This design comes from an exercise in tuning for small area, a short achievable clock period and few clock cycles on the open sky130 flow, not from production work.
At most, simulation tests tie the RTL to the original design; equivalence was not proved.
Function not checked in run 5: the RTL went through the layout flow alone.
Power and IR drop assume default switching activity.

## flow/design.v (module list and top-level ports; edited modules follow where they fit)
// module lc_fpu: 278 lines
// module lc_fpu_pand24: 20 lines
// module lc_fpu_lzc32: 33 lines
// module lc_fpu_mul_cs: 1059 lines
module lc_fpu (
    input  wire        clk,
    input  wire        rst,
    input  wire        start,
    input  wire [3:0]  op,
    input  wire [31:0] a,
    input  wire [31:0] b,
    output reg         done,
    output wire [31:0] result,
    output wire        flag
);
  // ...
==> flow/run.sh <==
#!/bin/bash
# synth_recipe.tcl (not shown) runs the flow's synth.tcl, then flattens the netlist and writes it again
# the make line also repeats each setting of config.mk as NAME=value (left out here)
make -C /OpenROAD-flow-scripts/flow DESIGN_CONFIG=/design/flow/config.mk WORK_HOME=/design/flow/orfs CLKGATE_MAP_FILE= SYNTH_SCRIPT=/design/flow/synth_recipe.tcl finish
==> flow/config.mk <==
export PLATFORM = sky130hd
export DESIGN_NAME = lc_fpu
export DESIGN_NICKNAME = lc_fpu
export VERILOG_FILES = /design/flow/design.v
export SDC_FILE = /design/flow/constraint.sdc
export NUM_CORES = 4
export LEC_CHECK = 0
export ABC_AREA = 1
export CAP_MARGIN = 20
export CORE_MARGIN = 2
export CORE_UTILIZATION = 40
export SLEW_MARGIN = 20
==> flow/constraint.sdc <==
create_clock -name core_clock -period 20.0 [get_ports {clk}]
set_input_delay 4.0000 -clock core_clock [delete_from_list [all_inputs] [get_ports {clk}]]
set_output_delay 4.0000 -clock core_clock [all_outputs]
set_load 0.01 [all_outputs]
==> results.sh, run 1 <==
export IMPL_layout_drive_gt1_share_pct=3.67
export IMPL_clkPwrFrac_pct=2.3
export IMPL_met2_usage_pct=55.2
export IMPL_critPathRequiredTime_ns=20.22
export IMPL_status="finished clean"
export IMPL_seq_area_frac_synth_pct=5.61
export IMPL_hold_ws_ns=0.456
export IMPL_timing_rr_start="d_r[1]$_DFFE_PN_"
export IMPL_yosys_area_share_simple_pct=30.2
export IMPL_dr_max_layer_used="met5"
export IMPL_yosysTopAreaCell="nand2_1"
export IMPL_tns_ns=0
export IMPL_min_to="cnt[0]$_SDFF_PP0_"
export IMPL_swShare_pct=64.2
export IMPL_multi_input_area_share_pct=77.9
export IMPL_top_register="m_r"
export IMPL_drc=0
export IMPL_htreeDepth=3
export IMPL_top_usage_layer="met2"
export IMPL_synth_area_top_cells="nand2_1 (15%), fa_1 (12%), ha_1 (11%)"
export IMPL_die_h_um=339
export IMPL_path_buf_inv=10
export IMPL_cts_buffers=9
export IMPL_grt_use_met1_pct=49.6
export IMPL_leakagePower_uw=0.0237
export IMPL_instances_no_fill=8746
export IMPL_cts_hold_buf=0
export IMPL_worst_slack_ns=7.12
export IMPL_startpoint_type="input port"
export IMPL_final_area_um2=47600
export IMPL_synthAdderAreaFrac_pct=22.6
export IMPL_final_common_cell="nand2_1"
export IMPL_synth_xor_area_share_pct=10.1
export IMPL_clock_skew_ns=0.0109
export IMPL_clock_area_share_pct=0.652
export IMPL_synth_area_um2=45000
export IMPL_rsz0062_at_grt="no"
export IMPL_initial_core_util_pct=40.1
export IMPL_syn_inst=7347
export IMPL_crit_family="simple AND/OR/NAND/NOR gates"
export IMPL_wl_met3_um=25200
Testbench counts, summed over its fixed seeds: cycles 38,244.
==> run 2: changes to the inputs <==
==> flow/flow/run.sh (new file) <==
#!/bin/bash
# Layout flow: the standard ORFS flow (standard.sh) with two changes:
# the buffers ORFS puts on every input and output port are
# sky130_fd_sc_hd__buf_4 cells instead of the delay cells buffer_ports picks
# on its own, and the timing repair steps aim at a setup slack margin
# (SETUP_SLACK_MARGIN) so that the resizer also works on paths that already
# meet the design's clock period. The SDC and clock are not changed.
# Each tool's output goes to the ORFS logs under orfs/logs; the make
# output goes to standard.log.
set -uo pipefail
bash standard.sh "BUFFER_PORTS_ARGS=-buffer_cell sky130_fd_sc_hd__buf_4" SETUP_SLACK_MARGIN=10 finish > standard.log 2>&1
==> flow/standard.sh (new file) <==
#!/bin/bash
# synth_recipe.tcl (not shown) runs the flow's synth.tcl, then flattens the netlist and writes it again
# the make line also repeats each setting of config.mk as NAME=value (left out here)
make -C /OpenROAD-flow-scripts/flow DESIGN_CONFIG=/design/flow/config.mk WORK_HOME=/design/flow/orfs CLKGATE_MAP_FILE= SYNTH_SCRIPT=/design/flow/synth_recipe.tcl "${@:-finish}"
--- a/flow/config.mk
+++ b/flow/config.mk
@@ -8,5 +8,5 @@
 export ABC_AREA = 1
-export CAP_MARGIN = 20
+export CAP_MARGIN = 30
 export CORE_MARGIN = 2
 export CORE_UTILIZATION = 40
-export SLEW_MARGIN = 20
+export SLEW_MARGIN = 30
removed: flow/run.sh
==> results.sh, run 2 <==
export IMPL_wl_um=227000
export IMPL_finalHoldViolations=0
export IMPL_cts_tree="yes"
export IMPL_areaGrowthSynthToFinish_pct=9.09
export IMPL_crit_start="b[11]"
export IMPL_critPathRequiredTime_ns=20.27
export IMPL_ant_nets=0
export IMPL_syn_inst=7347
export IMPL_synth_compound_area_share_pct=19.0
export IMPL_synth_area_mux_share_pct=0.312
export IMPL_coreArea_um2=112000
export IMPL_grtUsageTotal_pct=37.5
export IMPL_power_frac_comb_pct=93.4
export IMPL_final_area_um2=49100
export IMPL_tns_ns=0
export IMPL_slew_headroom_pct=30.0
export IMPL_overflow=0
export IMPL_io_buffer_count=104
export IMPL_clock_skew_ns=0.0238
export IMPL_finalSetupViolCount=0
export IMPL_dpl_cell_area_um2=46900
export IMPL_p_per_area_nw_per_um2=185
export IMPL_reg2reg_setup_slack_ns=10.49
export IMPL_place_ws_ns=7.16
export IMPL_numClockSinks=105
export IMPL_peakVddDrop_mv=0.224
export IMPL_seqPwrFrac_pct=4.5
export IMPL_synthAdderAreaFrac_pct=22.6
export IMPL_fmax_mhz=101
export IMPL_timing_rr_start="m_r[8]$_DFF_P_"
export IMPL_cap_viol_max_count=0
export IMPL_hp_class="reg2reg"
export IMPL_yosysTopAreaCell="nand2_1"
export IMPL_cts_buffers=9
export IMPL_largest_reg_flops=32
export IMPL_critPathKind="in2reg"
export IMPL_final_common_cell="nand2_1"
export IMPL_slew_viol_final=0
export IMPL_synth_seq_cells=105
export IMPL_drc=0
export IMPL_synth_top_family_by_area="simple AND/OR/NAND/NOR gates"
export IMPL_clock_path_buffers=2
export IMPL_synth_xor_area_share_pct=10.1
export IMPL_die_area_um2=115000
export IMPL_synth_edf_count=42
export IMPL_final_cell_mix="nand2_1 (1701), inv_1 (975), nand3_1 (602)"
export IMPL_synth_most_common_cell="nand2_1"
export IMPL_antenna_found_initial=10
export IMPL_synth_top_area_share_pct=14.5
export IMPL_reg2reg_to="m_r[21]$_DFF_P_"
export IMPL_rr_worst_depth=50
export IMPL_htreeDepth=3
export IMPL_synth_area_um2=45000
export IMPL_setup_worst_path_end="m_r[22]$_DFF_P_"
export IMPL_endpoint_kind="flop"
export IMPL_yosys_area_share_simple_pct=30.2
export IMPL_startpoint_type="input port"
export IMPL_rsz0062_at_grt="yes"
export IMPL_die_h_um=339
export IMPL_leakagePower_uw=0.0243
export IMPL_fp_dieW_um=339
export IMPL_seq_area_frac_synth_pct=5.61
export IMPL_ys_flop_type="dfxtp_1"
export IMPL_min_period_over_period_pct=49.4
export IMPL_switchingPower_uw=5790
export IMPL_status="finished clean"
export IMPL_worstSkewPairLatency_ns=0.39
export IMPL_worstMarginPinSlew_ns=1.04
export IMPL_ys_warn_count=2
export IMPL_intPower_uw=3310
export IMPL_grt_pass1_wl_um=326000
export IMPL_crit_arrival_ns=10.16
export IMPL_finalNetCount=8034
export IMPL_viasPerCell=6.07
export IMPL_top_register="m_r"
export IMPL_vias=53500
export IMPL_initial_core_util_pct=40.1
export IMPL_synth_area_top_cells="nand2_1 (15%), fa_1 (12%), ha_1 (11%)"
export IMPL_drtPass1Iterations=7
export IMPL_fillCellCount=12300
export IMPL_root_buffer="clkbuf_16"
export IMPL_worst_slack_ns=10.11
export IMPL_largestRegisters="m_r: 32 flops, q_r: 26 flops, d_r: 23 flops"
export IMPL_clkPwrFrac_pct=2.2
export IMPL_critPathMaxFanout=48
export IMPL_min_period_ns=9.89
export IMPL_grt_max_degree=59
export IMPL_layout_drive_gt1_share_pct=8.45
export IMPL_synthesis_nets=8075
export IMPL_drt_iter0_drc=7190
export IMPL_yosys_top_cells_count="nand2_1 (1738), inv_1 (997), nand3_1 (617), nor2_1 (504), o21ai_0 (475)"
export IMPL_gp_congestion=1.09
export IMPL_wire_per_inst_um=25.8
export IMPL_clk_pin_slew_worst_paths_ns=0.10
export IMPL_placementRows=123
export IMPL_synth_avg_cell_area_um2=6.12
export IMPL_io_pins=105
export IMPL_hpwl_um=178000
export IMPL_synthArstFlopShare_pct=0
export IMPL_swShare_pct=63.7
export IMPL_yosysUniqueCellTypes=75
export IMPL_grt_pass1_vias=48800
-- run 2: cell counts after synthesis --
No cell type changed its count.
-- run 2: power by group through the flow --
stage          Sequential, uW  Combinational, uW  Clock (uW)
2_1_floorplan             327               5340           0
3_3_place_gp              397               7860           0
3_5_place_dp              397               7870           0
4_1_cts                   393               8060         197
5_1_grt                   402               9300         205
6_report                  406               8500         196
-- run 2: critical path, stage by stage --
cell and delay [ns]:
buf_4 0.34, inv_1 0.07, buf_4 0.30, ha_1 0.38, nand2_1 0.06, nor4b_1 0.35
a21oi_1 0.19, o41ai_2 0.28, bufbuf_16 0.42, nand2_1 0.07, ha_1 0.28, fa_1 0.42
nand3b_1 0.17, nand2_1 0.11, a21oi_1 0.10, o21ai_0 0.31, a21boi_0 0.28, o21bai_2 0.32
a21boi_0 0.20, o21ai_1 0.25, a21boi_0 0.22, o21ai_0 0.30, xnor2_1 0.16, o21ai_0 0.09
nand2_1 0.08, nand4_1 0.16, nand2_1 0.12, nand2_1 0.06
-- run 2: worst min path at each step --
| stage | startpoint | end | cells past startpoint |
|---|---|---|---|
| 2_1_floorplan | cnt[0]$_SDFF_PP0_ | cnt[0]$_SDFF_PP0_ | 1 |
| 3_3_place_gp | cnt[0]$_SDFF_PP0_ | cnt[0]$_SDFF_PP0_ | 1 |
| 3_5_place_dp | cnt[0]$_SDFF_PP0_ | cnt[0]$_SDFF_PP0_ | 1 |
| 4_1_cts | cnt[0]$_SDFF_PP0_ | cnt[0]$_SDFF_PP0_ | 1 |
| 5_1_grt | cnt[0]$_SDFF_PP0_ | cnt[0]$_SDFF_PP0_ | 1 |
| 6_report | cnt[0]$_SDFF_PP0_ | cnt[0]$_SDFF_PP0_ | 1 |
-- run 2: per-layer routing --
metal / track usage, % / wire [um] / up-vias
met5: 0 / 74 / -
met4: 13.9 / 10900 / 12
met3: 9.86 / 29500 / 616
met2: 56.8 / 95300 / 3440
met1: 50.9 / 91600 / 25200
li1: - / - / 24200
-- run 2: logic make-up after synthesis --
| family | after synthesis |
|---|---|
| flip-flops | 105 |
| AO/OA/AOI/OAI | 1487 |
| buffers and inverters | 1381 |
| AND/OR/NAND/NOR | 3182 |
| XOR/XNOR | 521 |
| adder cells (fa/ha/maj) | 657 |
| multiplexers | 14 |
-- run 2: timing repair --
action / 4_1_cts / 5_1_grt
hold buffers: 0 / 0
pin swaps: 6 / 29
buffers inserted: 20 / 49
endpoints found under the setup margin: 66 / 70
resized for setup: 95 / 247
gates cloned: 8 / 8
-- run 2: layout make-up --
| type | count | area (um2) | share of cell area, % |
|---|---|---|---|
| Sequential cell | 105 | 2540 | 5.17 |
| Tap cell | 1500 | 1880 | 3.83 |
| Multi-Input combinational cell | 5870 | 38000 | 77.4 |
| Clock buffer | 9 | 225 | 0.459 |
| Inverter | 1049 | 4060 | 8.27 |
| Timing Repair inverter | 5 | 40.0 | 0.0816 |
| Timing Repair Buffer | 266 | 2230 | 4.55 |
| Clock inverter | 7 | 93.8 | 0.191 |
| Antenna cell | 1 | 2.50 | 0.00510 |
-- run 2: through the flow --
step,util [%],hold WS (ns),power [uW],cells
after detailed placement,41.8,0.449,8270,8709
after floorplan,-,0.421,5670,7347
after CTS,42.6,0.462,8650,8753
after global placement,41.8,0.439,8260,8708
final,43.8,0.457,9100,8812
after global routing,43.8,0.475,9900,8811
==> module lc_fpu, before the edit <==
module lc_fpu (
    input  wire        clk,
    input  wire        rst,
    input  wire        start,
    input  wire [3:0]  op,
    input  wire [31:0] a,
    input  wire [31:0] b,
    output reg         done,
    output wire [31:0] result,
    output wire        flag
);
    localparam OP_FADD = 4'h0, OP_FSUB = 4'h1, OP_FMUL = 4'h2, OP_FDIV = 4'h3,
               OP_FABS = 4'h4, OP_ITOF = 4'h5, OP_FTOI = 4'h6,
               OP_FEQ  = 4'hB, OP_FLT  = 4'hC, OP_FLE  = 4'hD;
    localparam [31:0] QNAN = 32'h7FC0_0000;
    localparam integer DIV_K = 4;                  
    localparam integer DIV_N = 24 / DIV_K;         
    reg         busy;                  
    reg  [2:0]  cnt;
    reg  [31:0] m_r;                   
    reg  signed [9:0] e_r;             
    reg         s_r;                   
    reg         raw_r;                 
    reg         flag_r;
    reg  [22:0] d_r;                   
    reg  [25:0] q_r;                   
    reg         mul_r;                 
    reg  [4:0]  lz_r;                  
    wire        sa = a[31];
    wire [7:0]  ea = a[30:23];
    wire [22:0] fa = a[22:0];
    wire        sbr = b[31];
    wire [7:0]  eb = b[30:23];
    wire [22:0] fb = b[22:0];
    wire a_emax = (ea == 8'hFF);
    wire b_emax = (eb == 8'hFF);
    wire a_fz   = (fa == 23'd0);
    wire b_fz   = (fb == 23'd0);
    wire a_nan  = a_emax && !a_fz;
    wire b_nan  = b_emax && !b_fz;
    wire a_inf  = a_emax && a_fz;
    wire b_inf  = b_emax && b_fz;
    wire a_zero = (ea == 8'h00);           
    wire b_zero = (eb == 8'h00);
    wire [23:0] ma = {1'b1, fa};
    wire [23:0] mb = {1'b1, fb};
    wire op_add  = (op == OP_FADD) || (op == OP_FSUB);
    wire op_mul  = (op == OP_FMUL);
    wire op_div  = (op == OP_FDIV);
    wire op_itof = (op == OP_ITOF);
    wire op_ftoi = (op == OP_FTOI);
    wire op_abs  = (op == OP_FABS);
    wire        sb = sbr ^ (op == OP_FSUB);
    wire [7:0]  eb_al   = op_ftoi ? 8'd158 : eb;
    wire        a_x     = ea >= eb_al;
    wire        s_x     = a_x ? sa : sb;
    wire        s_y     = a_x ? sb : sa;
    wire [7:0]  e_big   = a_x ? ea : eb;
    wire [7:0]  ediff   = a_x ? (ea - eb_al) : (eb_al - ea);
    wire [23:0] za = a_zero ? 24'd0 : ma;
    wire [23:0] zb = b_zero ? 24'd0 : mb;
    wire [23:0] m_x     = a_x ? za : zb;
    wire [23:0] m_y     = a_x ? zb : za;
    wire        both_zero = a_zero && b_zero;
    wire [53:0] al_full = {m_y, 3'b000, 27'd0} >> ediff[4:0];
    wire        al_far  = (ediff[7:5] != 3'd0);
    wire [26:0] small_sh = al_far ? {26'd0, (m_y != 24'd0)}
                                  : {al_full[53:28], al_full[27] | (al_full[26:0] != 27'd0)};
    wire        eff_sub = sa ^ sb;
    wire [27:0] sum = {1'b0, m_x, 3'b000} + ({1'b0, small_sh} ^ {28{eff_sub}})
                      + {27'd0, eff_sub};
    wire        near    = eff_sub && (ediff[7:1] == 7'd0);
    wire [25:0] near_p  = {1'b0, m_x, 1'b0} - (ediff[0] ? {2'b00, m_y} : {1'b0, m_y, 1'b0});
    wire [24:0] near_n  = {m_y, 1'b0} - {m_x, 1'b0};
    wire        near_neg = near_p[25];
    wire [24:0] near_d  = near_neg ? near_n : near_p[24:0];
    wire [4:0]  near_lz;
    lc_fpu_lzc32 u_lzn (.x({1'b0, near_d, 6'd0}), .n(near_lz));
    wire        s_add   = (near && near_neg) ? s_y : s_x;
    wire add_nan = a_nan || b_nan || (a_inf && b_inf && eff_sub);
    wire add_inf = a_inf || b_inf;
    wire add_inf_s = a_inf ? sa : sb;
    function [22:0] bitrev23(input [22:0] v);
        integer t;
        begin
            for (t = 0; t < 23; t = t + 1)
                bitrev23[t] = v[22 - t];
        end
    endfunction
    wire [47:0] pcs_s, pcs_c;
    lc_fpu_mul_cs u_mul (.x(ma), .y(mb), .s(pcs_s), .c(pcs_c));
    wire [22:0] plo = {1'b0, pcs_s[21:0]} + {1'b0, pcs_c[21:0]};
    wire [4:0]  tza, tzb;
    lc_fpu_lzc32 u_tza (.x({bitrev23(fa), 9'h1FF}), .n(tza));
    lc_fpu_lzc32 u_tzb (.x({bitrev23(fb), 9'h1FF}), .n(tzb));
    wire        mul_st = ({1'b0, tza} + {1'b0, tzb}) < 6'd22;
    wire        s_mul = sa ^ sbr;
    wire mul_nan = a_nan || b_nan || (a_inf && b_zero) || (a_zero && b_inf);
    wire mul_inf = a_inf || b_inf;
    wire mul_zero = a_zero || b_zero;
    wire signed [9:0] mul_e = $signed({2'b00, ea}) + $signed({2'b00, eb}) - 10'sd126;
    wire        div_lt = fa < fb;
    wire [24:0] div_x  = div_lt ? {ma, 1'b0} : {1'b0, ma};
    wire [23:0] div_r1 = div_x[23:0] - mb[23:0];
    wire div_nan  = a_nan || b_nan || (a_inf && b_inf) || (a_zero && b_zero);
    wire div_inf  = a_inf || b_zero;
    wire div_zero = a_zero || b_inf;
    wire div_special = a_nan || b_nan || a_inf || b_inf || a_zero || b_zero;
    wire signed [9:0] div_e = $signed({2'b00, ea}) - $signed({2'b00, eb}) + 10'sd127
                              - {9'd0, div_lt};
    wire [31:0] imag = a[31] ? -a : a;
    wire [4:0]  itof_lz;
    lc_fpu_lzc32 u_lzi (.x(imag), .n(itof_lz));
    wire [31:0] ftoi_mag = al_full[53:22];
    wire [31:0] ftoi_res =
        a_nan ? 32'd0 :
        (a_inf || ea >= 8'd158) ? (sa ? 32'h8000_0000 : 32'h7FFF_FFFF) :
        (ea < 8'd127) ? 32'd0 :
        (sa ? -ftoi_mag : ftoi_mag);
    wire [31:0] fabs_res = a_nan ? QNAN : a_zero ? 32'd0 : {1'b0, ea, fa};
    wire [30:0] ka = a_zero ? 31'd0 : a[30:0];
    wire [30:0] kb = b_zero ? 31'd0 : b[30:0];
    wire        unord = a_nan || b_nan;
    wire        k_eq = (ka == kb);
    wire        k_lt = (ka < kb);
    wire        kz   = (ka == 31'd0) && (kb == 31'd0);
    wire        c_eq = !unord && k_eq && ((sa == sbr) || kz);
    wire        c_lt = !unord && (( sa && !sbr) ? !kz :
                                  (!sa && !sbr) ? k_lt :
                                  ( sa &&  sbr) ? (!k_lt && !k_eq) : 1'b0);
    wire        cmp_flag = (op == OP_FEQ) ? c_eq :
                           (op == OP_FLT) ? c_lt : (c_lt || c_eq);
    reg  [31:0] m_in;
    reg  signed [9:0] e_in;
    reg         s_in;
    reg         raw_in;
    reg  [4:0]  lz_in;
    always @(*) begin
        m_in   = 32'd0;
        e_in   = 10'sd0;
        s_in   = 1'b0;
        raw_in = 1'b1;
        lz_in  = 5'd0;
        if (op_add) begin
            if (add_nan)        m_in = QNAN;
            else if (add_inf)   m_in = {add_inf_s, 8'hFF, 23'd0};
            else if (both_zero) m_in = {sa & sb, 31'd0};
            else begin
                raw_in = 1'b0;
                m_in   = near ? {1'b0, near_d, 6'd0} : {sum, 4'd0};
                e_in   = $signed({2'b00, e_big}) + 10'sd1;
                s_in   = s_add;
                lz_in  = near ? near_lz : {4'd0, eff_sub};
            end
        end else if (op_mul) begin
            if (mul_nan)        m_in = QNAN;
            else if (mul_inf)   m_in = {s_mul, 8'hFF, 23'd0};
            else if (mul_zero)  m_in = {s_mul, 31'd0};
            else begin
                raw_in = 1'b0;
                m_in   = {pcs_s[47:22], mul_st, plo[22], 4'd0};
                e_in   = mul_e;
                s_in   = s_mul;
            end
        end else if (op_div) begin
            if (div_nan)        m_in = QNAN;
            else if (div_inf)   m_in = {s_mul, 8'hFF, 23'd0};
            else if (div_zero)  m_in = {s_mul, 31'd0};
            else begin
                raw_in = 1'b0;
                m_in   = {8'd0, div_r1};
                e_in   = div_e;
                s_in   = s_mul;
            end
        end else if (op_itof) begin
            raw_in = 1'b0;
            m_in   = imag;
            e_in   = 10'sd158;
            s_in   = a[31];
            lz_in  = itof_lz;
        end else if (op_ftoi) begin
            m_in   = ftoi_res;
        end else if (op_abs) begin
            m_in   = fabs_res;
        end
    end
    wire [23:0] dv_d = {1'b1, d_r};
    wire [23:0] dv_r [0:DIV_K];
    wire [DIV_K-1:0] dv_q;
    assign dv_r[0] = m_r[23:0];
    genvar gi;
    generate
        for (gi = 0; gi < DIV_K; gi = gi + 1) begin : g_div
            wire [24:0] r2 = {dv_r[gi], 1'b0};
            wire [25:0] t  = {1'b0, r2} - {2'b00, dv_d};
            assign dv_q[DIV_K-1-gi] = !t[25];
            assign dv_r[gi+1] = t[25] ? r2[23:0] : t[23:0];
        end
    endgenerate
    wire [23:0] q_all = {q_r[23-DIV_K:0], dv_q};
    wire        dv_st = (dv_r[DIV_K] != 24'd0);
    wire        last  = (cnt == DIV_N - 1);
    always @(posedge clk) begin
        if (rst) begin
            busy <= 1'b0;
            done <= 1'b0;
            cnt  <= 3'd0;
        end else if (busy) begin
            cnt  <= cnt + 3'd1;
            done <= last;
            busy <= !last;
        end else begin
            cnt  <= 3'd0;
            done <= start && !(op_div && !div_special);
            busy <= start && op_div && !div_special;
        end
    end
    always @(posedge clk) begin
        if (busy) begin
            q_r <= {q_r[25-DIV_K:0], dv_q};
            if (last)
                m_r <= {1'b1, q_all, dv_st, 6'd0};
            else
                m_r <= {8'd0, dv_r[DIV_K]};
        end else begin
            m_r    <= m_in;
            e_r    <= e_in;
            s_r    <= s_in;
            raw_r  <= raw_in;
            flag_r <= cmp_flag;
            d_r    <= fb;
            lz_r   <= lz_in;
            q_r    <= pcs_c[47:22];
            mul_r  <= op_mul && !raw_in;
        end
    end
    wire [31:0] nrm0 = m_r << lz_r;
    wire        top  = nrm0[31];
    wire [31:0] nrm  = top ? nrm0 : {nrm0[30:0], 1'b0};
    wire [23:0] mant = nrm[31:8];
    wire        rg   = nrm[7];
    wire        rs   = (nrm[6:0] != 7'd0);
    wire        mz   = (m_r == 32'd0);
    wire signed [10:0] e_0  = $signed({e_r[9], e_r}) - $signed({6'd0, lz_r});
    wire signed [10:0] e_m1 = e_0 - 11'sd1;
    wire signed [10:0] e_p1 = e_0 + 11'sd1;
    wire ov_0 = (e_0 >= 11'sd255),  un_0 = (e_0 <= 11'sd0);
    wire ov_m1 = (e_m1 >= 11'sd255), un_m1 = (e_m1 <= 11'sd0);
    wire ov_p1 = (e_p1 >= 11'sd255), un_p1 = (e_p1 <= 11'sd0);
    wire [25:0] pm     = m_r[31:6] + q_r + {25'd0, m_r[4]};
    wire        top_m  = pm[25];
    wire [23:0] mant_m = top_m ? pm[25:2] : pm[24:1];
    wire        rg_m   = top_m ? pm[1] : pm[0];
    wire        rs_m   = (top_m && pm[0]) || m_r[5];
    wire        inc = rg && (rs || mant[0]);
    wire [23:0] pa;                        
    lc_fpu_pand24 u_pa (.x(mant), .p(pa));
    wire        cout_g = inc && pa[23] && mant[23];
    wire [22:0] frac_g = mant[22:0] ^ ({23{inc}} & pa[22:0]);
    wire        inc_m = rg_m && (rs_m || mant_m[0]);
    wire [23:0] pa_m;
    lc_fpu_pand24 u_pam (.x(mant_m), .p(pa_m));
    wire        cout_m = inc_m && pa_m[23] && mant_m[23];
    wire [22:0] frac_m = mant_m[22:0] ^ ({23{inc_m}} & pa_m[22:0]);
    wire        tp   = mul_r ? top_m : top;
    wire        cout = mul_r ? cout_m : cout_g;
    wire [22:0] frac = mul_r ? frac_m : frac_g;
    wire [7:0]  er = (tp && cout) ? e_p1[7:0] : (tp || cout) ? e_0[7:0] : e_m1[7:0];
    wire        ov = (tp && cout) ? ov_p1 : (tp || cout) ? ov_0 : ov_m1;
    wire        un = (tp && cout) ? un_p1 : (tp || cout) ? un_0 : un_m1;
    wire [31:0] gen_res =
        (mz && !mul_r) ? 32'd0 :
        ov ? {s_r, 8'hFF, 23'd0} :
        un ? {s_r, 31'd0} :
        {s_r, er, frac};
    assign result = raw_r ? m_r : gen_res;
    assign flag   = flag_r;
endmodule
==> run 3: changes to the inputs <==
--- a/flow/design.v
+++ b/flow/design.v
@@ -53,4 +53,3 @@
     wire        sb = sbr ^ (op == OP_FSUB);
-    wire [7:0]  eb_al   = op_ftoi ? 8'd158 : eb;
-    wire        a_x     = ea >= eb_al;
+    wire        a_x     = (ea >= eb) && !op_ftoi;
     wire        s_x     = a_x ? sa : sb;
@@ -58,3 +57,3 @@
     wire [7:0]  e_big   = a_x ? ea : eb;
-    wire [7:0]  ediff   = a_x ? (ea - eb_al) : (eb_al - ea);
+    wire [7:0]  ediff   = op_ftoi ? (8'd158 - ea) : a_x ? (ea - eb) : (eb - ea);
     wire [23:0] za = a_zero ? 24'd0 : ma;
@@ -110,6 +109,8 @@
                               - {9'd0, div_lt};
-    wire [31:0] imag = a[31] ? -a : a;
+    wire [31:0] ftoi_mag = al_full[53:22];
+    wire [31:0] neg_in = op_ftoi ? ftoi_mag : a;
+    wire [31:0] neg_out = a[31] ? -neg_in : neg_in;
+    wire [31:0] imag = neg_out;
     wire [4:0]  itof_lz;
     lc_fpu_lzc32 u_lzi (.x(imag), .n(itof_lz));
-    wire [31:0] ftoi_mag = al_full[53:22];
     wire [31:0] ftoi_res =
@@ -118,3 +119,3 @@
         (ea < 8'd127) ? 32'd0 :
-        (sa ? -ftoi_mag : ftoi_mag);
+        neg_out;
     wire [31:0] fabs_res = a_nan ? QNAN : a_zero ? 32'd0 : {1'b0, ea, fa};
--- a/flow/flow/run.sh
+++ b/flow/flow/run.sh
@@ -10,2 +10,2 @@
 set -uo pipefail
-bash standard.sh "BUFFER_PORTS_ARGS=-buffer_cell sky130_fd_sc_hd__buf_4" SETUP_SLACK_MARGIN=10 finish > standard.log 2>&1
+bash standard.sh "BUFFER_PORTS_ARGS=-buffer_cell sky130_fd_sc_hd__buf_4" SETUP_SLACK_MARGIN=10.5 finish > standard.log 2>&1
==> results.sh, run 3 <==
export IMPL_timing_rr_start="d_r[6]$_DFFE_PN_"
export IMPL_clock_skew_ns=0.0222
export IMPL_whs_path_depth=1
export IMPL_layout_drive_gt1_share_pct=12.7
export IMPL_io_buffer_count=104
export IMPL_critPathRequiredTime_ns=20.26
export IMPL_synth_seq_cells=105
export IMPL_dr_wl_met2_um=93500
export IMPL_hpwl_um=172000
export IMPL_clk_pin_slew_worst_paths_ns=0.07
export IMPL_die_area_um2=115000
export IMPL_drtPass1Iterations=10
export IMPL_p_total_uw=9750
export IMPL_leakagePower_uw=0.0243
export IMPL_critPathMaxFanout=31
export IMPL_ys_warn_count=2
export IMPL_grtUsageTotal_pct=37.0
export IMPL_synthesis_nets=7985
export IMPL_startpoint_type="input port"
export IMPL_status="finished clean"
export IMPL_finalNetCount=8017
export IMPL_ant_nets=0
export IMPL_rsz0062_at_grt="yes"
export IMPL_rr_worst_depth=62
export IMPL_cts_buffers=9
export IMPL_final_area_um2=50900
export IMPL_coreArea_um2=111000
export IMPL_synth_area_top_cells="nand2_1 (15%), fa_1 (12%), ha_1 (11%)"
export IMPL_wl_um=227000
export IMPL_top_register="m_r"
export IMPL_overflow=0
export IMPL_final_cell_mix="nand2_1 (1687), inv_1 (899), nand3_1 (505)"
export IMPL_min_to="cnt[0]$_SDFF_PP0_"
export IMPL_cts_hold_buf=0
export IMPL_antenna_found_initial=10
export IMPL_critPathKind="in2reg"
export IMPL_largestRegisters="m_r: 32 flops, q_r: 26 flops, d_r: 23 flops"
export IMPL_initial_core_util_pct=40.4
export IMPL_reg2reg_to="m_r[6]$_DFF_P_"
export IMPL_synth_area_um2=44800
export IMPL_critPathMaxStageDelay_ns=0.42
export IMPL_die_h_um=339
export IMPL_seq_area_frac_synth_pct=5.63
export IMPL_utilization_pct=45.9
export IMPL_root_buffer="clkbuf_16"
export IMPL_dr_max_layer_used="met5"
export IMPL_yosysUniqueCellTypes=84
export IMPL_wire_per_inst_um=25.9
export IMPL_slew_viol_final=0
export IMPL_htreeDepth=3
export IMPL_worstSkewPairLatency_ns=0.39
export IMPL_crit_top_cell="nand2_1"
export IMPL_grt_max_degree=67
export IMPL_synthArstFlopShare_pct=0
export IMPL_gp_congestion=1.05
export IMPL_crit_arrival_ns=9.76
export IMPL_synth_top_area_share_pct=14.7
export IMPL_fp_dieW_um=339
export IMPL_cap_viol_max_count=0
export IMPL_syn_inst=7263
export IMPL_worstMarginPinSlew_ns=1.24
export IMPL_vias=53700
export IMPL_grt_pass1_vias=49100
export IMPL_synth_most_common_cell="nand2_1"
export IMPL_min_period_over_period_pct=47.5
export IMPL_areaGrowthSynthToFinish_pct=13.7
export IMPL_reg2reg_setup_slack_ns=10.66
export IMPL_clock_path_buffers=2
export IMPL_yosys_top_cells_count="nand2_1 (1748), inv_1 (935), nand3_1 (531), o21ai_0 (507), nor2_1 (501)"
export IMPL_min_period_ns=9.50
export IMPL_fmax_mhz=105
export IMPL_io_pins=105
export IMPL_wl_met3_um=29000
export IMPL_endpoint_kind="flop"
export IMPL_drc=0
export IMPL_hold_start="cnt[0]$_SDFF_PP0_"
export IMPL_ys_flop_type="dfxtp_1"
export IMPL_drt_met1_wl_um=91200
export IMPL_final_common_cell="nand2_1"
export IMPL_tns_ns=0
export IMPL_dpl_cell_area_um2=46500
export IMPL_synth_edf_count=42
export IMPL_viasPerCell=6.11
export IMPL_numClockSinks=105
export IMPL_cts_tree="yes"
export IMPL_drt_iter0_drc=7338
export IMPL_placementRows=122
export IMPL_slowest_stage="ha_1"
export IMPL_hp_class="reg2reg"
export IMPL_finalSetupViolCount=0
export IMPL_synth_avg_cell_area_um2=6.16
export IMPL_peakVddDrop_mv=0.401
export IMPL_slew_headroom_pct=17.2
export IMPL_finalHoldViolations=0
export IMPL_p_per_area_nw_per_um2=192
export IMPL_grt_pass1_wl_um=321000
export IMPL_largest_reg_flops=32
export IMPL_yosysTopAreaCell="nand2_1"
run 3: cell types whose count changed in the layout (fill, tap and decap cells not counted), sizes merged, moves of 13 or more:
cell,delta
nand3,-72
inv,-55
o21bai,-13
o21ai,+67
or2,-28
xor2,-24
a21oi,-31
buf,+69
nand2,+39
run 3: critical path: cells and delay by family:
kind / cells / cell delay [ns]
XOR/XNOR: 2 / 0.39
AO/OA/AOI/OAI: 7 / 1.49
buffers and inverters: 8 / 1.02
AND/OR/NAND/NOR: 13 / 1.80
adder cells (fa/ha/maj): 3 / 0.97
run 3: worst max-delay path by stage:
stage                            startpoint         endpoint  cells after the start
after CTS                 d_r[14]$_DFFE_PN_   m_r[6]$_DFF_P_                     61
after global placement     d_r[2]$_DFFE_PN_   m_r[6]$_DFF_P_                     62
final                                 a[23]  m_r[23]$_DFF_P_                     33
after detailed placement   d_r[2]$_DFFE_PN_   m_r[6]$_DFF_P_                     62
after global routing       d_r[6]$_DFFE_PN_   m_r[6]$_DFF_P_                     62
after floorplan                       b[11]  m_r[22]$_DFF_P_                     34
run 3: cells by family after synthesis:
kind of cell / synth area share, %
adders and majority gates: 22.6
and+or+nand+nor: 29.9
DFF: 5.63
muxes: 0.475
AOI/OAI and AO/OA: 19.8
xor gates and xnor gates: 9.71
buffers and inverters: 11.9
run 3: area by class of cell:
class	count	area, um2
Multi-Input combinational cell	5848	39300
Clock buffer	10	229
Antenna cell	4	10.0
Clock inverter	6	51.3
Inverter	987	3860
Tap cell	1488	1860
Timing Repair inverter	7	57.6
Timing Repair Buffer	337	2950
Sequential cell	105	2560
Fill cell	11900	59900
run 3: timing repair:
action	CTS	global route
cloned	15	20
gates resized for setup	214	474
endpoints found under the setup margin	70	71
pin swaps	21	97
setup buffers	41	100
run 3: metal layers:
metal  up-vias  track usage [%]
met2      3584             54.8
met3       716             8.84
li1      24200                -
met1     25200             49.9
met5         -                0
met4        12             18.3
run 3: per-stage QoR:
| stage | std cells | worst slack, ns | hold slack, ns |
|---|---|---|---|
| floorplan | 7263 | 10.50 | 0.421 |
| global placement | 8596 | 7.37 | 0.435 |
| detailed placement | 8596 | 7.33 | 0.448 |
| CTS | 8668 | 10.43 | 0.459 |
| global route | 8789 | 10.19 | 0.507 |
| finish | 8792 | 10.50 | 0.458 |
run 3: report_power, final:
group / switching (uW) / leakage [uW] / internal, uW
logic: 5850 / 0.0231 / 3330
clock network: 97.0 / 0.000139 / 86.9
registers: 96.2 / 0.000997 / 290
Testbench counts of run 3, summed over its fixed seeds: cycles 38,244.
==> run 4: changes to the inputs <==
--- a/flow/config.mk
+++ b/flow/config.mk
@@ -8,5 +8,5 @@
 export ABC_AREA = 1
-export CAP_MARGIN = 30
+export CAP_MARGIN = 20
 export CORE_MARGIN = 2
 export CORE_UTILIZATION = 40
-export SLEW_MARGIN = 30
+export SLEW_MARGIN = 20
==> results.sh, run 4 <==
export IMPL_synthArstFlopShare_pct=0
export IMPL_cts_hold_buf=0
export IMPL_wl_um=226000
export IMPL_cap_viol_max_count=1
export IMPL_synth_avg_cell_area_um2=6.16
export IMPL_p_per_area_nw_per_um2=190
export IMPL_min_period_over_period_pct=47.8
export IMPL_vias=53600
export IMPL_die_h_um=339
export IMPL_slew_headroom_pct=-5.64
export IMPL_io_pins=105
export IMPL_finalSetupViolCount=0
export IMPL_whs_path_depth=1
export IMPL_placementRows=122
export IMPL_peakVddDrop_mv=0.350
export IMPL_wire_per_inst_um=25.7
export IMPL_critPathMaxStageDelay_ns=0.63
export IMPL_tns_ns=0
export IMPL_wl_met3_um=29000
export IMPL_largestRegisters="m_r: 32 flops, q_r: 26 flops, d_r: 23 flops"
export IMPL_finalNetCount=8019
export IMPL_multi_input_area_um2=39100
export IMPL_violatedChecks="max-capacitance violations, max-slew violations"
export IMPL_crit_top_cell="nand2_1"
export IMPL_rsz0062_at_grt="yes"
export IMPL_drc=0
export IMPL_grtUsageTotal_pct=36.9
export IMPL_regArea_um2=2550
export IMPL_largest_reg_flops=32
export IMPL_yosysUniqueCellTypes=84
export IMPL_critPathRequiredTime_ns=20.23
export IMPL_antenna_found_initial=10
export IMPL_critPathKind="in2reg"
export IMPL_synth_area_top_cells="nand2_1 (15%), fa_1 (12%), ha_1 (11%)"
export IMPL_clock_skew_ns=0.0223
export IMPL_drt_iter0_drc=7371
export IMPL_dr_max_layer_used="met5"
export IMPL_htreeDepth=3
export IMPL_final_common_cell="nand2_1"
export IMPL_slew_viol_final=6
export IMPL_min_to="cnt[0]$_SDFF_PP0_"
export IMPL_viasPerCell=6.10
export IMPL_power_frac_comb_pct=94.0
export IMPL_switchingPower_uw=5980
export IMPL_synth_most_common_cell="nand2_1"
export IMPL_synth_top_area_share_pct=14.7
export IMPL_grt_pass1_vias=49300
export IMPL_top_register="m_r"
export IMPL_timing_rr_start="d_r[0]$_DFFE_PN_"
export IMPL_endpoint_kind="flop"
export IMPL_drt_met1_wl_um=89900
export IMPL_root_buffer="clkbuf_16"
export IMPL_ant_nets=0
export IMPL_reg2reg_to="m_r[6]$_DFF_P_"
export IMPL_fmax_mhz=105
export IMPL_io_buffer_count=104
export IMPL_ys_warn_count=2
export IMPL_worst_slack_ns=10.44
export IMPL_startpoint_type="input port"
export IMPL_hpwl_um=172000
export IMPL_finalHoldViolations=0
export IMPL_leakagePower_uw=0.0242
export IMPL_synth_edf_count=42
export IMPL_dr_wl_met2_um=93500
export IMPL_ys_flop_type="dfxtp_1"
export IMPL_fp_dieW_um=339
export IMPL_seqPwrFrac_pct=4.0
export IMPL_path_buf_inv=6
export IMPL_reg2reg_setup_slack_ns=10.71
export IMPL_crit_family="simple AND/OR/NAND/NOR gates"
export IMPL_hp_class="reg2reg"
export IMPL_drtPass1Iterations=8
export IMPL_rr_worst_depth=58
export IMPL_grt_pass1_wl_um=321000
export IMPL_cts_buffers=9
export IMPL_fillCellCount=11900
export IMPL_worstMarginPinSlew_ns=1.58
export IMPL_seq_area_frac_synth_pct=5.63
export IMPL_grt_max_degree=67
export IMPL_yosysTopAreaCell="nand2_1"
export IMPL_min_period_ns=9.56
export IMPL_initial_core_util_pct=40.4
export IMPL_intPower_uw=3670
export IMPL_synth_seq_cells=105
export IMPL_yosys_top_cells_count="nand2_1 (1748), inv_1 (935), nand3_1 (531), o21ai_0 (507), nor2_1 (501)"
export IMPL_layout_drive_gt1_share_pct=12.5
export IMPL_swShare_pct=61.9
export IMPL_cts_tree="yes"
export IMPL_crit_arrival_ns=9.79
export IMPL_critPathMaxFanout=30
export IMPL_synthesis_nets=7985
export IMPL_hold_start="cnt[0]$_SDFF_PP0_"
export IMPL_status="complete, but fails checks"
export IMPL_clk_pin_slew_worst_paths_ns=0.08
export IMPL_p_total_uw=9650
export IMPL_slowest_stage="o211ai_1"
export IMPL_gp_congestion=1.05
export IMPL_overflow=0
export IMPL_areaGrowthSynthToFinish_pct=13.3
export IMPL_worstSkewPairLatency_ns=0.39
export IMPL_clock_path_buffers=2
export IMPL_coreArea_um2=111000
export IMPL_numClockSinks=105
export IMPL_syn_inst=7263
export IMPL_place_ws_ns=7.25
export IMPL_clkPwrFrac_pct=2.0
export IMPL_crit_start="a[23]"
export IMPL_die_area_um2=115000
export IMPL_final_cell_mix="nand2_1 (1689), inv_1 (898), nand3_1 (511)"
export IMPL_synth_area_um2=44800
-- run 4: changes by cell type in the layout (fill, tap and decap cells not counted), moves of 4 or more --
cell / before / now
o21ai_1: 114 / 109
ha_4: 35 / 31
nand3_2: 38 / 33
ha_1: 334 / 341
buf_12: 18 / 13
nand2_4: 15 / 10
o21ai_0: 405 / 413
buf_4: 289 / 301
nand3_1: 505 / 511
-- run 4: power groups by stage --
stage	sequential, uW	combinational (uW)	clock, uW
final	388	9070	195
after global routing	390	9920	204
after CTS	377	8050	196
after detailed placement	381	7690	0
after global placement	378	7690	0
after floorplan	327	5380	0
-- run 4: kinds of logic after synthesis --
| logic type | after synthesis | share of synthesized area [%] |
|---|---|---|
| compound gates | 1530 | 19.8 |
| xor+xnor | 495 | 9.71 |
| fa+ha+maj | 651 | 22.6 |
| buf+inv | 1333 | 11.9 |
| flops | 105 | 5.63 |
| mux | 20 | 0.475 |
| simple gates | 3129 | 29.9 |
-- run 4: layout make-up --
type / count / area share (%)
clock inverter: 6 / 0.143
tap: 1488 / 3.67
inverter: 987 / 7.64
timing repair inverter: 5 / 0.0839
timing repair buffer: 345 / 5.84
sequential: 105 / 5.04
antenna: 3 / 0.0148
multi-input combinational: 5844 / 77.1
clock buffer: 10 / 0.451
-- run 4: metal layers --
metal | GRT usage [%] | up-vias
met5 | 0 | -
met4 | 17.8 | 12
met3 | 9.73 | 720
met2 | 55.2 | 3544
met1 | 49.0 | 25100
li1 | - | 24200
-- run 4: through the flow --
stage               instances  hold WS, ns  cell area, um2  utilization (%)
floorplan                7263        0.421           44800                -
global placement         8596        0.435           46500             42.0
detailed placement       8597        0.448           46500             42.0
CTS                      8669        0.458           48000             43.3
global route             8791        0.506           50700             45.8
finish                   8793        0.458           50700             45.8
-- run 4: worst max-delay path by stage --
stage / endpoint / slack [ns] / depth (start not counted)
after floorplan: m_r[22]$_DFF_P_ / 10.50 / 34
after global placement: m_r[6]$_DFF_P_ / 7.37 / 62
after detailed placement: m_r[6]$_DFF_P_ / 7.25 / 62
after CTS: m_r[6]$_DFF_P_ / 10.41 / 63
after global routing: m_r[6]$_DFF_P_ / 10.24 / 62
final: m_r[10]$_DFF_P_ / 10.44 / 32
-- run 4: what timing repair did --
action / CTS / global route
cloned: 15 / 14
pin swaps: 21 / 94
setup buffers: 41 / 107
resized for setup: 223 / 430
setup endpoints to repair: 70 / 69
==> run 5: changes to the inputs <==
--- a/flow/design.v
+++ b/flow/design.v
@@ -65,10 +65,17 @@
     wire        al_far  = (ediff[7:5] != 3'd0);
-    wire [26:0] small_sh = al_far ? {26'd0, (m_y != 24'd0)}
+    wire        y_nz    = a_x ? !b_zero : !a_zero;       
+    wire [26:0] small_sh = al_far ? {26'd0, y_nz}
                                   : {al_full[53:28], al_full[27] | (al_full[26:0] != 27'd0)};
     wire        eff_sub = sa ^ sb;
-    wire [27:0] sum = {1'b0, m_x, 3'b000} + ({1'b0, small_sh} ^ {28{eff_sub}})
-                      + {27'd0, eff_sub};
+    wire [27:0] sum;
+    lc_fpu_add #(28) u_sum (.x({1'b0, m_x, 3'b000}), .y({1'b0, small_sh} ^ {28{eff_sub}}),
+                            .ci(eff_sub), .s(sum));
     wire        near    = eff_sub && (ediff[7:1] == 7'd0);
-    wire [25:0] near_p  = {1'b0, m_x, 1'b0} - (ediff[0] ? {2'b00, m_y} : {1'b0, m_y, 1'b0});
-    wire [24:0] near_n  = {m_y, 1'b0} - {m_x, 1'b0};
+    wire [25:0] near_p, near_n26;
+    lc_fpu_add #(26) u_np (.x({1'b0, m_x, 1'b0}),
+                           .y(~(ediff[0] ? {2'b00, m_y} : {1'b0, m_y, 1'b0})),
+                           .ci(1'b1), .s(near_p));
+    lc_fpu_add #(26) u_nn (.x({1'b0, m_y, 1'b0}), .y(~{1'b0, m_x, 1'b0}),
+                           .ci(1'b1), .s(near_n26));
+    wire [24:0] near_n  = near_n26[24:0];
     wire        near_neg = near_p[25];
@@ -100,5 +107,7 @@
     wire signed [9:0] mul_e = $signed({2'b00, ea}) + $signed({2'b00, eb}) - 10'sd126;
-    wire        div_lt = fa < fb;
-    wire [24:0] div_x  = div_lt ? {ma, 1'b0} : {1'b0, ma};
-    wire [23:0] div_r1 = div_x[23:0] - mb[23:0];
+    wire [24:0] div_d1, div_d2;
+    lc_fpu_add #(25) u_dv1 (.x({1'b0, ma}), .y(~{1'b0, mb}), .ci(1'b1), .s(div_d1));
+    lc_fpu_add #(25) u_dv2 (.x({ma, 1'b0}), .y(~{1'b0, mb}), .ci(1'b1), .s(div_d2));
+    wire        div_lt = div_d1[24];
+    wire [23:0] div_r1 = div_lt ? div_d2[23:0] : div_d1[23:0];
     wire div_nan  = a_nan || b_nan || (a_inf && b_inf) || (a_zero && b_zero);
@@ -279,2 +288,29 @@
 endmodule
+module lc_fpu_add #(parameter W = 28) (
+    input  wire [W-1:0] x,
+    input  wire [W-1:0] y,
+    input  wire         ci,
+    output wire [W-1:0] s
+);
+    localparam L = $clog2(W + 1);
+    wire [W:0] g [0:L];
+    wire [W:0] p [0:L];
+    assign g[0] = {x & y, ci};
+    assign p[0] = {x ^ y, 1'b0};
+    genvar i, k;
+    generate
+        for (k = 0; k < L; k = k + 1) begin : lv
+            for (i = 0; i <= W; i = i + 1) begin : bt
+                if (i >= (1 << k)) begin : m
+                    assign g[k+1][i] = g[k][i] | (p[k][i] & g[k][i - (1 << k)]);
+                    assign p[k+1][i] = p[k][i] & p[k][i - (1 << k)];
+                end else begin : c
+                    assign g[k+1][i] = g[k][i];
+                    assign p[k+1][i] = p[k][i];
+                end
+            end
+        end
+    endgenerate
+    assign s = p[0][W:1] ^ g[L][W-1:0];
+endmodule
 module lc_fpu_pand24 (
--- a/flow/flow/run.sh
+++ b/flow/flow/run.sh
@@ -10,2 +10,2 @@
 set -uo pipefail
-bash standard.sh "BUFFER_PORTS_ARGS=-buffer_cell sky130_fd_sc_hd__buf_4" SETUP_SLACK_MARGIN=10.5 finish > standard.log 2>&1
+bash standard.sh "BUFFER_PORTS_ARGS=-buffer_cell sky130_fd_sc_hd__buf_4" SETUP_SLACK_MARGIN=10 finish > standard.log 2>&1
--- a/flow/config.mk
+++ b/flow/config.mk
@@ -8,5 +8,5 @@
 export ABC_AREA = 1
-export CAP_MARGIN = 20
+export CAP_MARGIN = 30
 export CORE_MARGIN = 2
 export CORE_UTILIZATION = 40
-export SLEW_MARGIN = 20
+export SLEW_MARGIN = 30
==> results.sh, run 5 <==
export IMPL_rsz0062_at_grt="yes"
export IMPL_drt_iter0_drc=6220
export IMPL_fmax_mhz=102
export IMPL_min_period_over_period_pct=49.2
export IMPL_seq_area_frac_synth_pct=5.59
export IMPL_clock_skew_ns=0.0279
export IMPL_multi_input_area_um2=38200
export IMPL_root_buffer="clkbuf_16"
export IMPL_largestRegisters="m_r: 32 flops, q_r: 26 flops, d_r: 23 flops"
export IMPL_largest_reg_flops=32
export IMPL_die_area_um2=115000
export IMPL_grt_max_degree=61
export IMPL_synth_area_top_cells="nand2_1 (13%), fa_1 (11%), ha_1 (11%)"
export IMPL_placementRows=123
export IMPL_peakVddDrop_mv=0.198
export IMPL_fillCellCount=12100
export IMPL_finalNetCount=7963
export IMPL_final_cell_mix="nand2_1 (1576), inv_1 (941), nand3_1 (532)"
export IMPL_tns_ns=0
export IMPL_reg2reg_to="m_r[6]$_DFF_P_"
export IMPL_min_to="cnt[0]$_SDFF_PP0_"
export IMPL_p_per_area_nw_per_um2=184
export IMPL_utilization_pct=43.9
export IMPL_viasPerCell=5.99
export IMPL_synth_most_common_cell="nand2_1"
export IMPL_synth_edf_count=42
export IMPL_areaGrowthSynthToFinish_pct=9.11
export IMPL_io_pins=105
export IMPL_hp_class="reg2reg"
export IMPL_overflow=0
export IMPL_critPathRequiredTime_ns=20.29
export IMPL_synth_top_area_share_pct=13.3
export IMPL_critPathKind="in2reg"
export IMPL_finalSetupViolCount=0
export IMPL_coreArea_um2=112000
export IMPL_synthArstFlopShare_pct=0
export IMPL_status="finished clean"
export IMPL_initial_core_util_pct=40.2
export IMPL_ys_warn_count=5
export IMPL_reg2reg_setup_slack_ns=10.43
export IMPL_finalHoldViolations=0
export IMPL_numClockSinks=105
export IMPL_wl_um=227000
export IMPL_htreeDepth=3
export IMPL_antenna_found_initial=14
export IMPL_gp_congestion=1.11
export IMPL_synth_area_um2=45100
export IMPL_leakagePower_uw=0.0241
export IMPL_dp_cells=8639
export IMPL_io_buffer_count=104
export IMPL_regArea_um2=2540
export IMPL_instances_no_fill=8745
export IMPL_grt_pass1_vias=49000
export IMPL_min_period_ns=9.84
export IMPL_yosysTopAreaCell="nand2_1"
export IMPL_cap_viol_max_count=0
export IMPL_crit_arrival_ns=10.13
export IMPL_hpwl_um=180000
export IMPL_layout_drive_gt1_share_pct=9.84
export IMPL_worstMarginPinSlew_ns=1.02
export IMPL_wire_per_inst_um=26.0
export IMPL_die_h_um=340
export IMPL_timing_rr_start="d_r[10]$_DFFE_PN_"
export IMPL_grt_pass1_wl_um=326000
export IMPL_clk_pin_slew_worst_paths_ns=0.08
export IMPL_clock_path_buffers=2
export IMPL_drc=0
export IMPL_fp_dieW_um=340
export IMPL_synthesis_nets=7980
export IMPL_critPathMaxFanout=35
export IMPL_rr_worst_depth=59
export IMPL_yosys_top_cells_count="nand2_1 (1595), inv_1 (967), o21ai_0 (561), nand3_1 (533), nor2_1 (495)"
export IMPL_hold_start="cnt[0]$_SDFF_PP0_"
export IMPL_ys_flop_type="dfxtp_1"
export IMPL_vias=52400
export IMPL_yosysUniqueCellTypes=79
export IMPL_final_common_cell="nand2_1"
export IMPL_ant_nets=0
export IMPL_drtPass1Iterations=6
export IMPL_syn_inst=7255
export IMPL_top_register="m_r"
export IMPL_endpoint_kind="flop"
export IMPL_whs_path_depth=1
export IMPL_slew_viol_final=0
export IMPL_cts_tree="yes"
export IMPL_synth_avg_cell_area_um2=6.22
export IMPL_cts_buffers=9
export IMPL_synth_seq_cells=105
export IMPL_grtUsageTotal_pct=37.6
export IMPL_startpoint_type="input port"
export IMPL_slew_headroom_pct=31.0
export IMPL_worstSkewPairLatency_ns=0.41
-- run 5: power breakdown --
| group | leakage [uW] | switching [uW] | total [uW] | internal [uW] |
|---|---|---|---|---|
| Sequential | 0.000995 | 97.0 | 385 | 288 |
| Clock | 0.000146 | 107 | 196 | 88.5 |
| Combinational | 0.0229 | 5590 | 8470 | 2880 |
| Total | 0.0241 | 5800 | 9050 | 3250 |
-- run 5: cell type report --
type,instances,area share [%]
clock buffers,9,0.458
diodes,2,0.0102
flip-flops and latches,105,5.16
clock inverters,7,0.150
inverters,1037,8.11
well taps,1500,3.81
repair buffers,283,4.65
repair inverters,2,0.0559
multi-input cells,5800,77.6
-- run 5: metal layers --
layer | global-route usage [%] | wire (um) | vias to the layer above
li1 | - | - | 24100
met2 | 57.1 | 95800 | 2961
met4 | 17.1 | 12400 | 14
met1 | 51.2 | 94100 | 24800
met5 | 0 | 221 | -
met3 | 7.36 | 24600 | 554
-- run 5: critical path, cell delays in order --
cell       delay (ns)
buf_4            0.17
inv_1            0.17
ha_1             0.41
inv_2            0.10
nand2_1          0.06
nor2_2           0.21
nand2_4          0.19
nand3_4          0.20
buf_4            0.22
nand2_4          0.22
nand2_1          0.18
nand3_1          0.14
nand2_1          0.14
inv_1            0.06
ha_1             0.36
a21o_1           0.22
nor2_1           0.18
nor2_1           0.09
a2111oi_2        0.55
nand2_8          0.28
o21ai_0          0.83
inv_1            0.21
o22ai_1          0.43
o21ai_1          0.23
o211ai_1         0.22
-- run 5: worst max-delay path by stage --
stage / endpoint / slack, ns / startpoint
floorplan: m_r[4]$_DFF_P_ / 10.67 / b[3]
global placement: m_r[6]$_DFF_P_ / 7.65 / d_r[4]$_DFFE_PN_
detailed placement: m_r[6]$_DFF_P_ / 7.44 / d_r[4]$_DFFE_PN_
CTS: m_r[6]$_DFF_P_ / 9.89 / d_r[8]$_DFFE_PN_
global route: m_r[6]$_DFF_P_ / 9.89 / d_r[3]$_DFFE_PN_
finish: m_r[7]$_DFF_P_ / 10.16 / a[30]
-- run 5: through the flow --
step                      instance area (um2)  power (uW)  setup WS (ns)  hold WS (ns)
after floorplan                         45100        5400          10.67         0.421
after global placement                  47100        8020           7.65         0.436
after detailed placement                47100        8010           7.44         0.447
after CTS                               48000        8510           9.89         0.458
after global routing                    49200        9820           9.89         0.484
final                                   49200        9050          10.16         0.468
-- run 5: cells by family after synthesis --
kind of cell	share of synthesized area, %
muxes	0.444
DFF	5.59
AOI/OAI and AO/OA	20.3
xor gates and xnor gates	10.1
adders and majority gates	22.5
buffers and inverters	11.9
and+or+nand+nor	29.2
-- run 5: timing repair --
item | CTS | global route
gates resized for setup | 91 | 215
buffers inserted | 23 | 51
gates cloned | 7 | 6
endpoints found under the setup margin | 70 | 69
pin swaps | 8 | 35
hold buffers | 0 | 0
==> run 6: changes to the inputs <==
--- a/flow/design.v
+++ b/flow/design.v
@@ -294,3 +294,3 @@
 );
-    localparam L = $clog2(W + 1);
+    localparam L = 5;                      
     wire [W:0] g [0:L];
--- a/flow/flow/run.sh
+++ b/flow/flow/run.sh
@@ -10,2 +10,2 @@
 set -uo pipefail
-bash standard.sh "BUFFER_PORTS_ARGS=-buffer_cell sky130_fd_sc_hd__buf_4" SETUP_SLACK_MARGIN=10 finish > standard.log 2>&1
+bash standard.sh "BUFFER_PORTS_ARGS=-buffer_cell sky130_fd_sc_hd__buf_4" SETUP_SLACK_MARGIN=10.5 finish > standard.log 2>&1
==> results.sh, run 6 <==
export IMPL_crit_start="b[21]"
export IMPL_endpoint_kind="flop"
export IMPL_synth_most_common_cell="nand2_1"
export IMPL_grt_pass1_vias=49400
export IMPL_viasPerCell=6.02
export IMPL_synthArstFlopShare_pct=0
export IMPL_crit_arrival_ns=9.75
export IMPL_place_ws_ns=7.44
export IMPL_synthesis_nets=7980
export IMPL_crit_top_cell="inv_1"
export IMPL_hpwl_um=180000
export IMPL_worstSkewPairLatency_ns=0.41
export IMPL_io_buffer_count=104
export IMPL_coreArea_um2=112000
export IMPL_die_area_um2=115000
export IMPL_regArea_um2=2550
export IMPL_swShare_pct=62.6
export IMPL_switchingPower_uw=6080
export IMPL_slew_viol_final=0
export IMPL_finalNetCount=8042
export IMPL_io_pins=105
export IMPL_peakVddDrop_mv=0.204
export IMPL_synth_edf_count=42
export IMPL_numClockSinks=105
export IMPL_timing_rr_start="m_r[1]$_DFF_P_"
export IMPL_largest_reg_flops=32
export IMPL_layout_drive_gt1_share_pct=12.6
export IMPL_critPathKind="in2reg"
export IMPL_grt_max_degree=61
export IMPL_finalSetupViolCount=0
export IMPL_drt_iter0_drc=6618
export IMPL_seq_area_frac_synth_pct=5.59
export IMPL_cap_viol_max_count=0
export IMPL_min_period_ns=9.45
export IMPL_drc=0
export IMPL_status="finished clean"
export IMPL_finalHoldViolations=0
export IMPL_startpoint_type="input port"
export IMPL_cts_tree="yes"
export IMPL_final_cell_mix="nand2_1 (1558), inv_1 (935), nand3_1 (518)"
export IMPL_yosys_top_cells_count="nand2_1 (1595), inv_1 (967), o21ai_0 (561), nand3_1 (533), nor2_1 (495)"
export IMPL_fillCellCount=12000
export IMPL_critical_path_cell_chain="buf_4 -> inv_1 -> buf_4 -> ha_1 -> inv_1 -> buf_4 -> o22ai_1 -> fa_1 -> inv_1 -> fa_1 -> inv_1 -> fa_1 -> inv_1 -> fa_1 -> inv_1 -> fa_1 -> o211ai_1 -> nand2_1 -> o2111ai_1"
export IMPL_min_period_over_period_pct=47.3
export IMPL_utilization_pct=45.6
export IMPL_rsz0062_at_grt="yes"
export IMPL_fp_dieW_um=340
export IMPL_areaGrowthSynthToFinish_pct=13.3
export IMPL_clock_skew_ns=0.0251
export IMPL_critPathMaxFanout=23
export IMPL_die_h_um=340
export IMPL_final_common_cell="nand2_1"
export IMPL_critPathRequiredTime_ns=20.30
export IMPL_gp_congestion=1.11
export IMPL_ant_nets=0
export IMPL_tns_ns=0
export IMPL_seqPwrFrac_pct=4.0
export IMPL_placementRows=123
export IMPL_clk_pin_slew_worst_paths_ns=0.10
export IMPL_synth_seq_cells=105
export IMPL_leakagePower_uw=0.0247
export IMPL_top_register="m_r"
export IMPL_synth_area_um2=45100
export IMPL_overflow=0
export IMPL_antenna_found_initial=12
export IMPL_synth_top_area_share_pct=13.3
export IMPL_vias=53100
export IMPL_root_buffer="clkbuf_16"
export IMPL_slowest_stage="o211ai_1"
export IMPL_intPower_uw=3620
export IMPL_ys_warn_count=5
export IMPL_antennaDiodeCount=0
export IMPL_fmax_mhz=106
export IMPL_hold_start="cnt[0]$_SDFF_PP0_"
export IMPL_grtUsageTotal_pct=38.0
export IMPL_critPathMaxStageDelay_ns=0.56
export IMPL_cts_hold_buf=0
export IMPL_synth_avg_cell_area_um2=6.22
export IMPL_yosysTopAreaCell="nand2_1"
export IMPL_synth_area_top_cells="nand2_1 (13%), fa_1 (11%), ha_1 (11%)"
export IMPL_syn_inst=7255
export IMPL_p_total_uw=9700
export IMPL_worst_slack_ns=10.55
export IMPL_drtPass1Iterations=7
export IMPL_clkPwrFrac_pct=2.0
export IMPL_wl_um=231000
export IMPL_grt_pass1_wl_um=330000
export IMPL_wire_per_inst_um=26.2
export IMPL_clock_path_buffers=2
export IMPL_worstMarginPinSlew_ns=1.07
export IMPL_yosysUniqueCellTypes=79
export IMPL_initial_core_util_pct=40.2
export IMPL_ys_flop_type="dfxtp_1"
export IMPL_cts_buffers=9
export IMPL_largestRegisters="m_r: 32 flops, q_r: 26 flops, d_r: 23 flops"
export IMPL_hold_ws_ns=0.456
export IMPL_hp_class="reg2reg"
export IMPL_p_per_area_nw_per_um2=190
export IMPL_power_frac_comb_pct=94.0
export IMPL_multi_input_area_um2=39100
export IMPL_htreeDepth=3
export IMPL_slew_headroom_pct=28.1
==> run 6: cell counts after synthesis <==
No cell type changed its count.
==> run 6: stage by stage <==
stage	area, um2	instances
after floorplan	45100	7255
after global placement	47100	8637
after detailed placement	47100	8639
after CTS	48800	8725
after global routing	51100	8822
final	51100	8822
==> run 6: metal layers <==
layer  vias up  global-route usage (%)  part of all wire (%)
met5         -                       0                 0.028
met4        10                    18.6                   5.6
met3       585                    7.60                    11
met2      3027                    57.2                    42
met1     25200                    51.7                    42
li1      24200                       -                     -
==> run 6: area by class of cell <==
type | count | share of cell area [%]
clock buffers | 9 | 0.441
clock inverters | 7 | 0.144
inverters | 1037 | 7.91
multi-input cells | 5803 | 76.5
flip-flops and latches | 105 | 4.98
well taps | 1500 | 3.67
repair buffers | 359 | 6.29
repair inverters | 2 | 0.0343
==> run 6: power groups by stage <==
stage / combinational, uW / sequential, uW / clock [uW]
global placement: 7640 / 379 / 0
global route: 9900 / 389 / 203
CTS: 8190 / 378 / 197
floorplan: 5070 / 326 / 0
finish: 9120 / 388 / 196
detailed placement: 7630 / 379 / 0
==> run 6: repair_timing <==
item                                    CTS  global route
endpoints found under the setup margin   70            69
endpoints found under the hold margin     0             0
setup buffers                            57            88
pin swaps                                23            81
gates resized for setup                 219           353
gates cloned                             13             9
==> run 6: worst max-delay path, delay by kind of cell <==
kind | cells | cell delay (ns)
adders and majority gates | 6 | 3.05
buffers and inverters | 9 | 1.44
AOI/OAI and AO/OA | 3 | 0.92
and+or+nand+nor | 1 | 0.28
==> run 6: logic make-up (layout without fill, tap and decap cells) <==
family,after synthesis,count (layout),synth area share (%)
multiplexers,20,20,0.444
flip-flops,105,105,5.59
AO/OA/AOI/OAI,1592,1592,20.3
buffers and inverters,1360,1414,11.9
XOR/XNOR,518,518,10.1
adder cells (fa/ha/maj),654,654,22.5
AND/OR/NAND/NOR,3006,3019,29.2
==> run 6: final timing paths <==
kind	endpoint	slack, ns	cells after the start
setup / recovery	m_r[9]$_DFF_P_	10.55	19
setup reg to reg	m_r[6]$_DFF_P_	10.78	63
hold / removal	cnt[0]$_SDFF_PP0_	0.46	1
hold reg to reg	cnt[0]$_SDFF_PP0_	0.46	1
Testbench counts of run 6, summed over its fixed seeds: cycles 38,244.
==> run 7: changes to the inputs <==
--- a/flow/config.mk
+++ b/flow/config.mk
@@ -10,3 +10,4 @@
 export CORE_MARGIN = 2
-export CORE_UTILIZATION = 40
+export CORE_UTILIZATION = 50
+export PLACE_DENSITY = 0.68
 export SLEW_MARGIN = 30
==> results.sh, run 7 <==
export IMPL_slowest_stage="ha_1"
export IMPL_yosys_top_cells_count="nand2_1 (1595), inv_1 (967), o21ai_0 (561), nand3_1 (533), nor2_1 (495)"
export IMPL_synth_seq_cells=105
export IMPL_seq_area_frac_synth_pct=5.59
export IMPL_power_frac_comb_pct=93.1
export IMPL_ant_nets=0
export IMPL_gp_congestion=1.21
export IMPL_hpwl_um=172000
export IMPL_clkPwrFrac_pct=2.4
export IMPL_clock_skew_ns=0.0214
export IMPL_min_period_ns=9.42
export IMPL_drtPass1Iterations=7
export IMPL_drc=0
export IMPL_ys_warn_count=5
export IMPL_top_register="m_r"
export IMPL_critPathRequiredTime_ns=20.28
export IMPL_coreArea_um2=89700
export IMPL_critPathMaxFanout=13
export IMPL_fp_dieW_um=304
export IMPL_synth_edf_count=42
export IMPL_overflow=0
export IMPL_layout_drive_gt1_share_pct=11.5
export IMPL_final_common_cell="nand2_1"
export IMPL_seqPwrFrac_pct=4.5
export IMPL_crit_arrival_ns=9.69
export IMPL_finalNetCount=7983
export IMPL_numClockSinks=105
export IMPL_grt_pass1_vias=49200
export IMPL_areaGrowthSynthToFinish_pct=10.5
export IMPL_synthesis_nets=7980
export IMPL_viasPerCell=6.36
export IMPL_worstSkewPairLatency_ns=0.39
export IMPL_peakVddDrop_mv=0.182
export IMPL_slew_headroom_pct=29.0
export IMPL_rr_worst_depth=63
export IMPL_slew_viol_final=0
export IMPL_multi_input_area_um2=38800
export IMPL_cts_tree="yes"
export IMPL_hold_start="cnt[0]$_SDFF_PP0_"
export IMPL_swShare_pct=62.3
export IMPL_timing_rr_start="d_r[5]$_DFFE_PN_"
export IMPL_synth_top_area_share_pct=13.3
export IMPL_rsz0062_at_grt="yes"
export IMPL_status="finished clean"
export IMPL_largest_reg_flops=32
export IMPL_reg2reg_setup_slack_ns=10.80
export IMPL_wire_per_inst_um=26.1
export IMPL_whs_path_depth=1
export IMPL_wl_um=220000
export IMPL_leakagePower_uw=0.0243
export IMPL_synthArstFlopShare_pct=0
export IMPL_synth_area_um2=45100
export IMPL_yosysTopAreaCell="nand2_1"
export IMPL_grt_pass1_wl_um=316000
export IMPL_final_cell_mix="nand2_1 (1564), inv_1 (942), nand3_1 (496)"
export IMPL_placementRows=110
export IMPL_die_area_um2=92600
export IMPL_synth_most_common_cell="nand2_1"
export IMPL_finalSetupViolCount=0
export IMPL_p_total_uw=8860
export IMPL_endpoint_kind="flop"
export IMPL_min_to="cnt[0]$_SDFF_PP0_"
export IMPL_antenna_found_initial=12
export IMPL_root_buffer="clkbuf_16"
export IMPL_yosysUniqueCellTypes=79
export IMPL_fmax_mhz=106
export IMPL_critPathMaxStageDelay_ns=0.50
export IMPL_htreeDepth=3
export IMPL_regArea_um2=2550
export IMPL_tns_ns=0
export IMPL_grt_max_degree=63
run 7: cell types whose count changed in the layout (fill, tap and decap cells not counted), moves of 9 or more:
| cell | previous run | this run |
|---|---|---|
| a21oi_1 | 372 | 386 |
| buf_12 | 22 | 13 |
| buf_4 | 306 | 256 |
| buf_6 | 16 | 25 |
| ha_1 | 342 | 357 |
| ha_4 | 40 | 25 |
| nand3_1 | 518 | 496 |
| nand3_2 | 39 | 55 |
run 7: final cells by class:
cell class	instances	share of cell area (%)
diodes	6	0.0301
well taps	1176	2.95
inverters	1037	8.10
clock buffers	11	0.510
repair inverters	3	0.0653
clock inverters	5	0.161
repair buffers	301	5.19
flip-flops and latches	105	5.13
multi-input cells	5801	77.9
run 7: repair_timing:
item	CTS	global route
setup endpoints to repair	70	69
resized for setup	178	326
cloned	8	10
setup buffers	42	61
pin swaps	18	49
run 7: power by group through the flow:
stage               registers (uW)  logic [uW]  clock network, uW
detailed placement             389        7260                  0
floorplan                      326        5070                  0
CTS                            389        7630                211
global placement               391        7260                  0
finish                         398        8250                212
global route                   396        9010                217
run 7: worst max-delay path by stage:
stage | cells past startpoint | slack [ns] | endpoint
after floorplan | 24 | 10.67 | m_r[4]$_DFF_P_
after global placement | 59 | 7.27 | m_r[13]$_DFF_P_
after detailed placement | 59 | 7.32 | m_r[13]$_DFF_P_
after CTS | 61 | 10.49 | m_r[13]$_DFF_P_
after global routing | 63 | 10.28 | m_r[6]$_DFF_P_
final | 36 | 10.58 | m_r[30]$_DFF_P_
run 7: cells by family (layout without fill, tap and decap cells):
| family | Yosys count | in the layout | synth area share (%) |
|---|---|---|---|
| compound gates | 1592 | 1592 | 20.3 |
| xor+xnor | 518 | 518 | 10.1 |
| fa+ha+maj | 654 | 654 | 22.5 |
| buf+inv | 1360 | 1357 | 11.9 |
| flops | 105 | 105 | 5.59 |
| mux | 20 | 20 | 0.444 |
| other cells | 0 | 6 | 0 |
| simple gates | 3006 | 3017 | 29.2 |
run 7: routing by layer:
layer  up-vias  track usage [%]  wire, um
met3       894             12.2     29000
met1     25000             58.5     84100
met2      3681             67.4     90800
met4        16             26.6     16300
met5         -                0       120
li1      24200                -         -
run 7: critical path, delay by kind of cell:
family	cells	cell delay (ns)
adders and majority gates	2	0.91
xor gates and xnor gates	1	0.20
AOI/OAI and AO/OA	6	1.22
buffers and inverters	6	0.94
and+or+nand+nor	21	2.36
run 7: metrics by stage:
stage          cells  hold slack (ns)  utilization (%)  setup WS, ns  cell area, um2
3_3_place_gp    8302            0.437             51.9          7.27           46600
3_5_place_dp    8302            0.461             51.9          7.32           46600
2_1_floorplan   7255            0.421                -         10.67           45100
6_report        8445            0.473             55.5         10.58           49800
4_1_cts         8368            0.472             53.5         10.49           48000
5_1_grt         8440            0.492             55.5         10.28           49800

Re-timed with assumed drivers on the ports (clkbuf_16 on the clock, buf_2 on other inputs), run 7 has 10.607 ns of setup slack against 10.584 ns with ideal ports, and 10.169 ns once port delays also move by the mid clock arrival of 0.438 ns.
